This design comes from an exercise in tuning for small area, a short achievable clock period and few clock cycles per item on the open sky130 flow, not from production work. The RTL was checked by simulation tests, not by an equivalence proof against the original design.

## before
Design post_requant, start of the top module:
module post_requant (
    input  wire        clk,
    input  wire        rst,         
    input  wire        in_valid,
    output reg         in_ready,
    input  wire [1:0]  in_otype,
    input  wire [31:0] in_acc,
    input  wire [31:0] in_bias,
    input  wire [31:0] in_m,
    input  wire [5:0]  in_rs,
    input  wire [15:0] in_zp,
    input  wire [15:0] in_qmin,
    input  wire [15:0] in_qmax,
    output reg         out_valid,
    input  wire        out_ready,
    output wire [31:0] out_y
);
clock: 20.0 ns
lec_check: 0
cap_margin: 20
core_margin: 2
core_utilization: 50
cts_cluster_diameter: 60
cts_cluster_size: 30
place_density: 0.75
slew_margin: 20
standard.sh (not shown) runs the stock make flow with config.mk's settings and CLKGATE_MAP_FILE= SYNTH_SCRIPT=/design/flow/synth_recipe.tcl, a recipe that flattens the netlist after the stock synthesis.
==> flow/flow/run.sh <==
#!/bin/bash
# The standard layout (the standard.sh: standard synthesis, floorplan,
# placement, CTS, routing) with two changes to how ORFS makes it:
#  - its timing repair aims at a setup margin (flow/margin.txt), so that it
#    works towards a shorter period than the 20 ns clock needs;
#  - the port buffers that buffer_ports inserts on every input and output
#    are sky130_fd_sc_hd__buf_2 cells instead of delay-buffer cells.
# The clock, the constraints and the synthesis are the standard ones.
set -euo pipefail
MARGIN=$(cat flow/margin.txt)
bash standard.sh SETUP_SLACK_MARGIN=$MARGIN \
  "BUFFER_PORTS_ARGS=-buffer_cell sky130_fd_sc_hd__buf_2" finish > flow_standard.log 2>&1
==> flow/flow/margin.txt <==
14.8
Testbench counts of before, summed over its fixed seeds: cycles 32,040, items 32,000.
Inputs modified between before and after:
==> flow/flow/run.sh <==
#!/bin/bash
# The standard layout (the standard.sh: standard synthesis, floorplan,
# placement, CTS, routing), with ORFS's timing repair aimed at a setup margin
# so that it works towards a shorter period than the 20 ns clock needs.
# The clock, the constraints and the synthesis are the standard ones.
set -euo pipefail
MARGIN=$(cat flow/margin.txt)
bash standard.sh SETUP_SLACK_MARGIN=$MARGIN finish > flow_standard.log 2>&1
diff --git a/flow/config.mk b/flow/config.mk
--- a/flow/config.mk
+++ b/flow/config.mk
@@ -10,5 +10,2 @@
 export CORE_UTILIZATION = 50
-export CTS_CLUSTER_DIAMETER = 60
-export CTS_CLUSTER_SIZE = 30
-export PLACE_DENSITY = 0.75
 export SLEW_MARGIN = 20
Notes after the runs:
- Between after and before, it is after whose maximum single-stage delay on the critical path is lower, by 0.02 ns.
- Looking at after and before, the post-route fraction of the period consumed by the critical path is a wash.
- On after: number of cell instances on the worst register-to-register path is 10 higher than what before gave.
- after vs. before: fraction of standard cell area in multi-input logic -1.2 points; routed wire length +0.89%; TritonCTS buffer count +17.
- The lower minimum period implied by the final worst setup slack of after and before is in after.
- The area of all placed cells without fillers of after is higher than that of before.

post_requant again, from the RTL that the note above started with.
clock: 20.0 ns
lec_check: 0
cap_margin: 20
core_margin: 2
core_utilization: 50
cts_cluster_diameter: 60
cts_cluster_size: 30
slew_margin: 20
==> flow/flow/run.sh <==
#!/bin/bash
# The standard layout (the standard.sh: standard synthesis, floorplan,
# placement, CTS, routing), with ORFS's timing repair aimed at a setup margin
# so that it works towards a shorter period than the 20 ns clock needs.
# The clock, the constraints and the synthesis are the standard ones.
set -euo pipefail
MARGIN=$(cat flow/margin.txt)
bash standard.sh SETUP_SLACK_MARGIN=$MARGIN finish > flow_standard.log 2>&1
Scripts as last shown in full above: flow/flow/margin.txt
Testbench counts at the start, summed over its fixed seeds: cycles 32,040, items 32,000.
Next try:
- CORE_UTILIZATION: 50 -> 60
- CTS_CLUSTER_DIAMETER: 60 -> unset
- CTS_CLUSTER_SIZE: 30 -> unset
=> Sequential cell count stays the same; core utilization rises by 11 points; wire length falls by 2.3%; non-clock buffer count rises by 4; maximum frequency hardly moves; count of clock-buffer cells in the layout rises by 45; via count rises by about 2%; final cell count falls by about 3%; die area falls by 16%; hold slack is worse by 0.012 ns.
Next try:
==> flow/flow/run.sh (replaced) <==
#!/bin/bash
# The standard layout (the standard.sh: standard synthesis, floorplan,
# placement, CTS, routing) with two changes to how ORFS makes it:
#  - its timing repair aims at a setup margin (flow/margin.txt), so that it
#    works towards a shorter period than the 20 ns clock needs;
#  - the port buffers that buffer_ports inserts on every input and output
#    are sky130_fd_sc_hd__buf_2 cells instead of delay-buffer cells.
# The clock, the constraints and the synthesis are the standard ones.
set -euo pipefail
MARGIN=$(cat flow/margin.txt)
bash standard.sh SETUP_SLACK_MARGIN=$MARGIN \
  "BUFFER_PORTS_ARGS=-buffer_cell sky130_fd_sc_hd__buf_2" finish > flow_standard.log 2>&1
- CORE_UTILIZATION: 60 -> 50
- CTS_CLUSTER_DIAMETER: unset -> 60
- CTS_CLUSTER_SIZE: unset -> 30
The new run finished with timing, DRC and antenna clean.
Design area falls by 1.3%.
Sequential cell count is unchanged.
Non-clock buffer count went down by 4.
Core utilization is lower by 12 points.
Global-route usage fell by 5.2 points.
Register-to-register slack improves by 0.09 ns.
Critical path depth stays the same.

post_requant, a different RTL version from the one above (not shown whole).
For scale: ~5400 cells after synthesis, ~610 flip-flops, roughly 190 I/O pins, ~52000 um2 of cells after synthesis.
// post_requant
module post_requant (
    input  wire        clk,
    input  wire        rst,         
    input  wire        in_valid,
    output reg         in_ready,
    input  wire [1:0]  in_otype,
    input  wire [31:0] in_acc,
    input  wire [31:0] in_bias,
    input  wire [31:0] in_m,
    input  wire [5:0]  in_rs,
    input  wire [15:0] in_zp,
    input  wire [15:0] in_qmin,
    input  wire [15:0] in_qmax,
    output reg         out_valid,
    input  wire        out_ready,
    output wire [31:0] out_y
);
    wire take = in_valid && in_ready;
    wire give = out_valid && out_ready;
    reg  [4:0] n_th;
    wire [4:0] n_inc = {n_th[3:0], 1'b1};
    wire [4:0] n_dec = {1'b0, n_th[4:1]};
    wire [4:0] n_vr  = (in_ready & ~out_valid) ? n_inc : (out_valid & ~in_ready) ? n_dec : n_th;
    wire [4:0] n_v   = in_ready  ? n_inc : n_th;
    wire [4:0] n_r   = out_valid ? n_dec : n_th;
    wire [4:0] n_th_next = in_valid ? (out_ready ? n_vr : n_v) : (out_ready ? n_r : n_th);
    always @(posedge clk) begin
        if (rst) begin
            n_th     <= 5'd0;
            in_ready <= 1'b0;
        end else begin
            n_th     <= n_th_next;
  ...
clock: 20.0 ns
lec_check: 0
cap_margin: 20
core_margin: 2
core_utilization: 50
cts_cluster_diameter: 60
cts_cluster_size: 30
place_density: 0.75
slew_margin: 20
synth_hierarchical: 1
==> flow/flow/run.sh <==
#!/bin/bash
# The standard layout (the standard.sh: standard synthesis, floorplan,
# placement, CTS, routing) with two changes to how ORFS makes it:
#  - its timing repair aims at a setup margin (flow/margin.txt), so that it
#    works towards a shorter period than the 20 ns clock needs;
#  - the port buffers that buffer_ports inserts on every input and output
#    are sky130_fd_sc_hd__buf_2 cells instead of delay-buffer cells.
# The clock, the constraints and the synthesis are the standard ones.
set -euo pipefail
MARGIN=$(cat flow/margin.txt)
bash standard.sh SETUP_SLACK_MARGIN=$MARGIN \
  "BUFFER_PORTS_ARGS=-buffer_cell sky130_fd_sc_hd__buf_2" finish > flow_standard.log 2>&1
Scripts as last shown in full above: flow/flow/margin.txt
Testbench counts at the start, summed over its fixed seeds: cycles 32,032, items 32,000.
==> next run, changes <==
--- a/flow/config.mk
+++ b/flow/config.mk
@@ -11,5 +11,4 @@
 export CTS_CLUSTER_DIAMETER = 60
 export CTS_CLUSTER_SIZE = 30
-export PLACE_DENSITY = 0.75
 export SLEW_MARGIN = 20
 export SYNTH_HIERARCHICAL = 1
The new run ran to the end with no violations.
Synthesized cell count is unchanged.
Maximum frequency stays flat.
Worst setup slack improves by 13 ps.
Wire length rises by a few percent.
Count of clock-buffer cells in the layout is higher by 2.
Via count shrinks by a few percent.
Final area stays flat.
Global-route usage grows by 0.96 points.
First-iteration DRC count came out lower by about a fifth.
Core utilization hardly moves.

separate check: timing with driven ports:
In the flow no input, the clock included, has a driving cell. The finished layouts below were timed again as built, in two steps.
Step 1 assumes that a clkbuf_16 drives the clock port and a buf_2 every other input.
Step 2 times the ports against the registers' clock, not the clock port: input delays grow and output delays shrink by t, the midpoint of the rising clock arrivals with the driver on.
Three values: ideal ports, drivers, drivers and shift; two values: the first two.
run | t (ns) | setup WS [ns] | hold WS [ns]
before | 0.741 | 14.741 / 14.670 / 14.580 | 0.325 / 0.325 / 0.325
after | 0.755 | 14.757 / 14.685 / 14.287 | 0.302 / 0.302 / 0.302
the first run of note 2 | 0.762 | 14.754 / 14.679 / 14.262 | 0.326 / 0.326 / 0.326
the second run of note 2 | 0.728 | 14.767 / 14.699 / 14.277 | 0.313 / 0.313 / 0.313
the third run of note 2 | 0.760 | 14.695 / 14.615 / 14.548 | 0.310 / 0.310 / 0.310
the first run of note 3 | 0.759 | 14.721 / 14.655 / 14.268 | 0.330 / 0.330 / 0.330
the second run of note 3 | 0.758 | 14.734 / 14.663 / 14.272 | 0.327 / 0.327 / 0.327
After both steps every run listed still meets setup and hold. The setup slack of the first run of note 2, which loses most, moves by -0.075 ns with the drivers and by -0.492 ns with both steps.
